This design comes from an exercise in tuning for small area, a short achievable clock period and few clock cycles on the open sky130 flow, not from production work. RTL that was checked went through simulation tests only; none was proved equivalent to the original. No activity file was given, so power comes from the tool's default toggle rates.

==> run R: inputs <==
Design pass_comparator, start of the top module:
module pass_comparator (
    input  wire        clk,
    input  wire        rst,
    input  wire        start,
    input  wire        coded,       
    input  wire [1:0]  trap,        
    input  wire [1:0]  trap_tag,    
    input  wire [7:0]  p_len,       
    input  wire [7:0]  k_len,       
    output wire        ready,
    output reg         rd_en,
    output wire [6:0]  rd_addr,
    input  wire [63:0] p_value,
    input  wire [19:0] p_lii,
    input  wire [1:0]  p_tag,
    input  wire [63:0] k_value,
    input  wire [19:0] k_lii,
    input  wire [1:0]  k_tag,
    output reg         done,
    output reg  [3:0]  verdict,
    output wire [7:0]  word,
    output wire [63:0] sig
);
==> module mod_step, before the edit <==
module mod_step (input wire [3:0] c, input wire k63, input wire [16:0] r,
                 output wire [16:0] mz, output wire k_code);
    wire [4:0] h = r[16:12];
    wire [7:0] f = {h[3:0], 4'd0} - {3'd0, h};       
    assign mz = {1'b0, r[11:0], c} + {9'd0, f};
    assign k_code = k63 ? (mz == 17'd50625) : (mz == 17'd0 || mz == 17'd65521);
endmodule
Settings: LEC_CHECK=0, CAP_MARGIN=20, CORE_MARGIN=2, CORE_UTILIZATION=40, SLEW_MARGIN=20, SYNTH_HIERARCHICAL=1; clock period 70.0 ns.
run.sh (not shown) runs the stock make flow with config.mk's settings and CLKGATE_MAP_FILE= SYNTH_SCRIPT=/design/flow/synth_recipe.tcl, a recipe that flattens the netlist after the stock synthesis.
==> run G (differences from run R) <==
--- a/flow/design.v
+++ b/flow/design.v
@@ -38,18 +38,16 @@
     reg  [6:0]  a;            
     reg  [6:0]  n;            
     reg         chk_valid;    
     reg         full;         
     reg         wvalid;       
     reg  [63:0] ncrc;         
-    reg  [16:0] r;            
-    reg  [3:0]  creg;         
-    wire [6:0] am1 = a - 7'd1;
+    wire [6:0] am2 = a - 7'd2;
     assign ready   = !busy;
-    assign rd_addr = md ? am1 : a;
-    assign word    = wvalid ? {1'b0, am1} : 8'hFF;
+    assign rd_addr = md ? am2 : a;               
+    assign word    = wvalid ? {1'b0, am2} : 8'hFF;
     assign sig     = ncrc;
     wire [63:0] p = p_value;
     wire [63:0] k = k_value;
     wire [63:0] e = k ^ p;
     wire        is_int  = (p_tag == TAG_INT);
     wire        is_real = p_tag[1];
@@ -110,60 +108,68 @@
             else if (r_over)            wv = V_REAL_RANGE;
             else if (!val_ok)           wv = V_VALUE;
         end else if (!val_ok)           wv = V_VALUE;
     end
     wire [63:0] crc_next;
     crc64_step u_crc (.c(ncrc), .v(p), .n(crc_next));
-    always @(posedge clk) begin
+    wire [16:0] r    = ncrc[16:0];      
+    wire [3:0]  creg = ncrc[20:17];     
+    reg  [3:0]  chunk;
+    always @* begin
         case (mcnt[3:0])
-            4'd1:  creg <= k[63:60];
-            4'd2:  creg <= k[59:56];
-            4'd3:  creg <= k[55:52];
-            4'd4:  creg <= k[51:48];
-            4'd5:  creg <= k[47:44];
-            4'd6:  creg <= k[43:40];
-            4'd7:  creg <= k[39:36];
-            4'd8:  creg <= k[35:32];
-            4'd9:  creg <= k[31:28];
-            4'd10: creg <= k[27:24];
-            4'd11: creg <= k[23:20];
-            4'd12: creg <= k[19:16];
-            4'd13: creg <= k[15:12];
-            4'd14: creg <= k[11:8];
-            4'd15: creg <= k[7:4];
-            default: creg <= k[3:0];
+            4'd1:  chunk = k[63:60];
+            4'd2:  chunk = k[59:56];
+            4'd3:  chunk = k[55:52];
+            4'd4:  chunk = k[51:48];
+            4'd5:  chunk = k[47:44];
+            4'd6:  chunk = k[43:40];
+            4'd7:  chunk = k[39:36];
+            4'd8:  chunk = k[35:32];
+            4'd9:  chunk = k[31:28];
+            4'd10: chunk = k[27:24];
+            4'd11: chunk = k[23:20];
+            4'd12: chunk = k[19:16];
+            4'd13: chunk = k[15:12];
+            4'd14: chunk = k[11:8];
+            4'd15: chunk = k[7:4];
+            default: chunk = k[3:0];
         endcase
     end
     wire [16:0] mz;
     wire        k_code;
     mod_step u_mod (.c(creg), .k63(k[63]), .r(r), .mz(mz), .k_code(k_code));
+    wire [16:0] r_next = (mcnt[4:1] != 4'd0) ? mz : 17'd0;
     wire imm    = (trap != 2'd0) || (coded && p_len != k_len) || (p_len == 8'd0);
     wire accept = start && !busy;
     wire run    = busy && !md;
-    wire fail   = run && chk_valid && full && (wv != V_PASS);
+    wire cf     = run && chk_valid && full;
     wire last   = run && chk_valid && !rd_en;
-    wire to_md  = fail && (wv == V_CODE);
-    wire md_end = md && (mcnt == 5'd17);
+    wire more   = rd_en && (a + 7'd1 != n);
+    wire is_code = is_int && !idx_bad && !int_oor && !int_eq;
+    wire bad     = (wv != V_PASS);
+    wire l_md    = cf && is_code;
+    wire l_fail  = cf && bad && !is_code;
+    wire md_end  = md && (mcnt == 5'd17);
     reg [3:0] v_start;
     always @* begin
         case (trap)
             2'd1:    v_start = V_CODE_TRAP;
             2'd2:    v_start = (trap_tag == TAG_INT) ? V_INT_RANGE : V_REAL_RANGE;
             2'd3:    v_start = V_RESIDUE;
             default: v_start = (coded && p_len != k_len) ? V_LENGTH : V_PASS;
         endcase
     end
     always @(posedge clk) begin
-        ncrc      <= (chk_valid && busy) ? ~crc_next : 64'd0;
+        ncrc      <= md ? {~crc_next[63:21], chunk, r_next} :
+                     (chk_valid && busy) ? ~crc_next : 64'd0;
         mcnt      <= md ? mcnt + 5'd1 : 5'd0;
-        r         <= (md && mcnt[4:1] != 4'd0) ? mz : 17'd0;
-        verdict   <= !busy ? v_start : md ? (k_code ? V_VALUE : V_CODE) : (fail ? wv : V_PASS);
-        wvalid    <= busy && (md || fail);
+        verdict   <= !busy ? v_start : md ? (k_code ? V_VALUE : V_CODE) : (cf ? wv : V_PASS);
+        wvalid    <= busy && (md || (cf && bad));
         if (!busy) begin
             a <= accept ? 7'd0 : a;
-        end else if (run && !fail) begin
+        end else if (run) begin
             a <= a + 7'd1;
         end
         if (accept) begin
             n    <= p_len[6:0];
             full <= coded;
         end
@@ -182,16 +188,16 @@
             end else if (md) begin
                 done  <= md_end;
                 busy  <= !md_end;
                 md    <= !md_end;
                 rd_en <= 1'b0;
             end else begin
-                done  <= (fail && !to_md) || (last && !fail);
-                busy  <= !((fail && !to_md) || (last && !fail));
-                md    <= to_md;
-                rd_en <= fail ? to_md : (rd_en && (a + 7'd1 != n));
+                done  <= l_fail || (last && !l_md);
+                busy  <= !(l_fail || (last && !l_md));
+                md    <= l_md;
+                rd_en <= l_md || (more && !l_fail);
             end
         end
     end
 endmodule
 module int_check (input wire [63:0] p, input wire [63:0] k, input wire [63:0] e, output wire eq);
     wire [63:0] q   = {p[59:0], 4'd0};
@@ -203,14 +209,36 @@
     wire [63:0] icy = {(it[62:0] & ~ic[62:0]) | (~it[62:0] & ia[62:0]), 1'b0};
     assign eq = (is == icy);
 endmodule
 module mod_step (input wire [3:0] c, input wire k63, input wire [16:0] r,
                  output wire [16:0] mz, output wire k_code);
     wire [4:0] h = r[16:12];
-    wire [7:0] f = {h[3:0], 4'd0} - {3'd0, h};       
-    assign mz = {1'b0, r[11:0], c} + {9'd0, f};
+    reg  [7:0] f;                                    
+    always @* begin
+        case (h)
+            5'd0:  f = 8'd0;    5'd1:  f = 8'd15;   5'd2:  f = 8'd30;   5'd3:  f = 8'd45;
+            5'd4:  f = 8'd60;   5'd5:  f = 8'd75;   5'd6:  f = 8'd90;   5'd7:  f = 8'd105;
+            5'd8:  f = 8'd120;  5'd9:  f = 8'd135;  5'd10: f = 8'd150;  5'd11: f = 8'd165;
+            5'd12: f = 8'd180;  5'd13: f = 8'd195;  5'd14: f = 8'd210;  5'd15: f = 8'd225;
+            default: f = 8'd240;
+        endcase
+    end
+    wire [15:0] x  = {r[11:0], c};
+    wire [16:0] cy;
+    assign cy[0] = 1'b0;
+    genvar i;
+    generate for (i = 0; i < 16; i = i + 1) begin : g
+        if (i < 8) begin : fa
+            assign mz[i]   = x[i] ^ f[i] ^ cy[i];
+            assign cy[i+1] = (x[i] & f[i]) | (cy[i] & (x[i] | f[i]));
+        end else begin : ha
+            assign mz[i]   = x[i] ^ cy[i];
+            assign cy[i+1] = x[i] & cy[i];
+        end
+    end endgenerate
+    assign mz[16] = cy[16];
     assign k_code = k63 ? (mz == 17'd50625) : (mz == 17'd0 || mz == 17'd65521);
 endmodule
 module crc64_step (input wire [63:0] c, input wire [63:0] v, output wire [63:0] n);
     wire [63:0] x;
     crc_x2 g56 (.a(c[56]), .b(v[0]), .y(x[56]));
     crc_x2 g57 (.a(c[57]), .b(v[1]), .y(x[57]));
==> flow/flow/run.sh (new file) <==
#!/bin/bash
# The standard layout (standard.sh, its synthesis unchanged), with two
# changes to how the layout is made:
# - every input and output port is buffered by a plain buf_1 (repair may
#   resize it) instead of the delay buffer buffer_ports picks by itself;
set -euo pipefail
bash standard.sh synth > synth.log 2>&1
export BUFFER_PORTS_ARGS="-buffer_cell sky130_fd_sc_hd__buf_1"
export SETUP_SLACK_MARGIN=52.5
bash standard.sh floorplan > floorplan.log 2>&1
bash standard.sh place > place.log 2>&1
bash standard.sh cts > cts.log 2>&1
bash standard.sh route > route.log 2>&1
bash standard.sh finish > finish.log 2>&1
==> flow/standard.sh (new file) <==
#!/bin/bash
# synth_recipe.tcl (not shown) runs the flow's synth.tcl, then flattens the netlist and writes it again
# the make line also repeats each setting of config.mk as NAME=value (left out here)
make -C /OpenROAD-flow-scripts/flow DESIGN_CONFIG=/design/flow/config.mk WORK_HOME=/design/flow/orfs CLKGATE_MAP_FILE= SYNTH_SCRIPT=/design/flow/synth_recipe.tcl "${@:-finish}"
Settings changed: CORE_UTILIZATION 40 to 55, PLACE_DENSITY set to 0.75.
removed: flow/run.sh
==> run X (differences from run R) <==
--- a/flow/design.v
+++ b/flow/design.v
@@ -203,14 +203,36 @@
     wire [63:0] icy = {(it[62:0] & ~ic[62:0]) | (~it[62:0] & ia[62:0]), 1'b0};
     assign eq = (is == icy);
 endmodule
 module mod_step (input wire [3:0] c, input wire k63, input wire [16:0] r,
                  output wire [16:0] mz, output wire k_code);
     wire [4:0] h = r[16:12];
-    wire [7:0] f = {h[3:0], 4'd0} - {3'd0, h};       
-    assign mz = {1'b0, r[11:0], c} + {9'd0, f};
+    reg  [7:0] f;                                    
+    always @* begin
+        case (h)
+            5'd0:  f = 8'd0;    5'd1:  f = 8'd15;   5'd2:  f = 8'd30;   5'd3:  f = 8'd45;
+            5'd4:  f = 8'd60;   5'd5:  f = 8'd75;   5'd6:  f = 8'd90;   5'd7:  f = 8'd105;
+            5'd8:  f = 8'd120;  5'd9:  f = 8'd135;  5'd10: f = 8'd150;  5'd11: f = 8'd165;
+            5'd12: f = 8'd180;  5'd13: f = 8'd195;  5'd14: f = 8'd210;  5'd15: f = 8'd225;
+            default: f = 8'd240;
+        endcase
+    end
+    wire [15:0] x  = {r[11:0], c};
+    wire [16:0] cy;
+    assign cy[0] = 1'b0;
+    genvar i;
+    generate for (i = 0; i < 16; i = i + 1) begin : g
+        if (i < 8) begin : fa
+            assign mz[i]   = x[i] ^ f[i] ^ cy[i];
+            assign cy[i+1] = (x[i] & f[i]) | (cy[i] & (x[i] | f[i]));
+        end else begin : ha
+            assign mz[i]   = x[i] ^ cy[i];
+            assign cy[i+1] = x[i] & cy[i];
+        end
+    end endgenerate
+    assign mz[16] = cy[16];
     assign k_code = k63 ? (mz == 17'd50625) : (mz == 17'd0 || mz == 17'd65521);
 endmodule
 module crc64_step (input wire [63:0] c, input wire [63:0] v, output wire [63:0] n);
     wire [63:0] x;
     crc_x2 g56 (.a(c[56]), .b(v[0]), .y(x[56]));
     crc_x2 g57 (.a(c[57]), .b(v[1]), .y(x[57]));
==> flow/flow/run.sh (new file) <==
#!/bin/bash
# The standard layout (standard.sh, its synthesis unchanged), except that
# every input and output port is buffered by a plain buf_1 (repair may resize
# it) instead of the delay buffer buffer_ports picks by itself.
# Each step's full output goes to a log file of its own here.
set -euo pipefail
bash standard.sh synth > synth.log 2>&1
export BUFFER_PORTS_ARGS="-buffer_cell sky130_fd_sc_hd__buf_1"
bash standard.sh floorplan > floorplan.log 2>&1
bash standard.sh place > place.log 2>&1
bash standard.sh cts > cts.log 2>&1
bash standard.sh route > route.log 2>&1
bash standard.sh finish > finish.log 2>&1
==> flow/standard.sh (new file) <==
#!/bin/bash
# synth_recipe.tcl (not shown) runs the flow's synth.tcl, then flattens the netlist and writes it again
# the make line also repeats each setting of config.mk as NAME=value (left out here)
make -C /OpenROAD-flow-scripts/flow DESIGN_CONFIG=/design/flow/config.mk WORK_HOME=/design/flow/orfs CLKGATE_MAP_FILE= SYNTH_SCRIPT=/design/flow/synth_recipe.tcl "${@:-finish}"
Settings changed: GPL_TIMING_DRIVEN set to 0.
removed: flow/run.sh
==> qor summary <==
Utilization of the core after routing: run G 64.0%; run R 48.6%; run X 46.2%
DR top layer: run G met5; run R met4; run X met5
Gate power share: run G 79.0%; run R 72.8%; run X 70.9%
Via count: run G 24500; run R 23800; run X 22000
Multi-input combinational cell count: run G 2493; run R 2576; run X 2406
Distinct cell type count of the synthesized netlist: run G 90; run R 102; run X 93
Number of global-route vias before repair: run G 23400; run R 23000; run X 21200
Highest ir drop seen on vdd: run G 18.9 µV; run R 21.1 µV; run X 16.6 µV
Tightest hold margin: run G 0.477 ns; run R 0.493 ns; run X 0.475 ns
Result of the run: run G finished clean; run R finished clean; run X finished clean
Cell Int Power: run G 0.000226 W; run R 0.000265 W; run X 0.000253 W
Layout area overhead: run G 14.4%; run R 20.7%; run X 13.6%
Number of cells in the finished layout apart from fillers: run G 3600; run R 3962; run X 3746
Syn_nets: run G 3057; run R 3161; run X 2977
Maximum number of pins on one net before global-route repair: run G 68; run R 73; run X 17
Cell repeated most along the worst path: run G xor2_1; run R xor2_1; run X -
Power per Cell Area: run G 21.1 mW/mm²; run R 21.0 mW/mm²; run X 22.7 mW/mm²
Final period util: run G 25.2%; run R 27.8%; run X 28.2%
Testbench counts of run X, summed over its fixed seeds: cycles 28,467.
Only the layout flow was run in run R and run G; the RTL was not checked for function there.

==> static timing again, ports no longer ideal <==
No port has a modelled driver above. Below, the same layouts with a new extraction and two added sets of constraints. Step 1 assumes that a clkbuf_16 drives the clock port and a buf_2 every other input. Step 2, shift: input delay + t, output delay - t, t = (earliest + latest rising clock arrival at the registers) / 2. This alone moves slack from input paths to output paths. Three values: ideal, step 1, step 2; two values: the first two.
run | shift t [ns] | setup WS [ns] | slew at the worst register clock pin (ns)
run R | 0.538 | 50.519 / 50.552 / 50.014 | 0.07 / 0.07
run G | 0.456 | 52.346 / 52.379 / 51.923 | 0.08 / 0.08
run X | 0.540 | 50.291 / 50.318 / 49.778 | 0.08 / 0.08
After both steps setup and hold are still met in every run listed. The setup slack of run X, which loses most, moves by +0.027 ns with the drivers and by -0.513 ns with both steps.
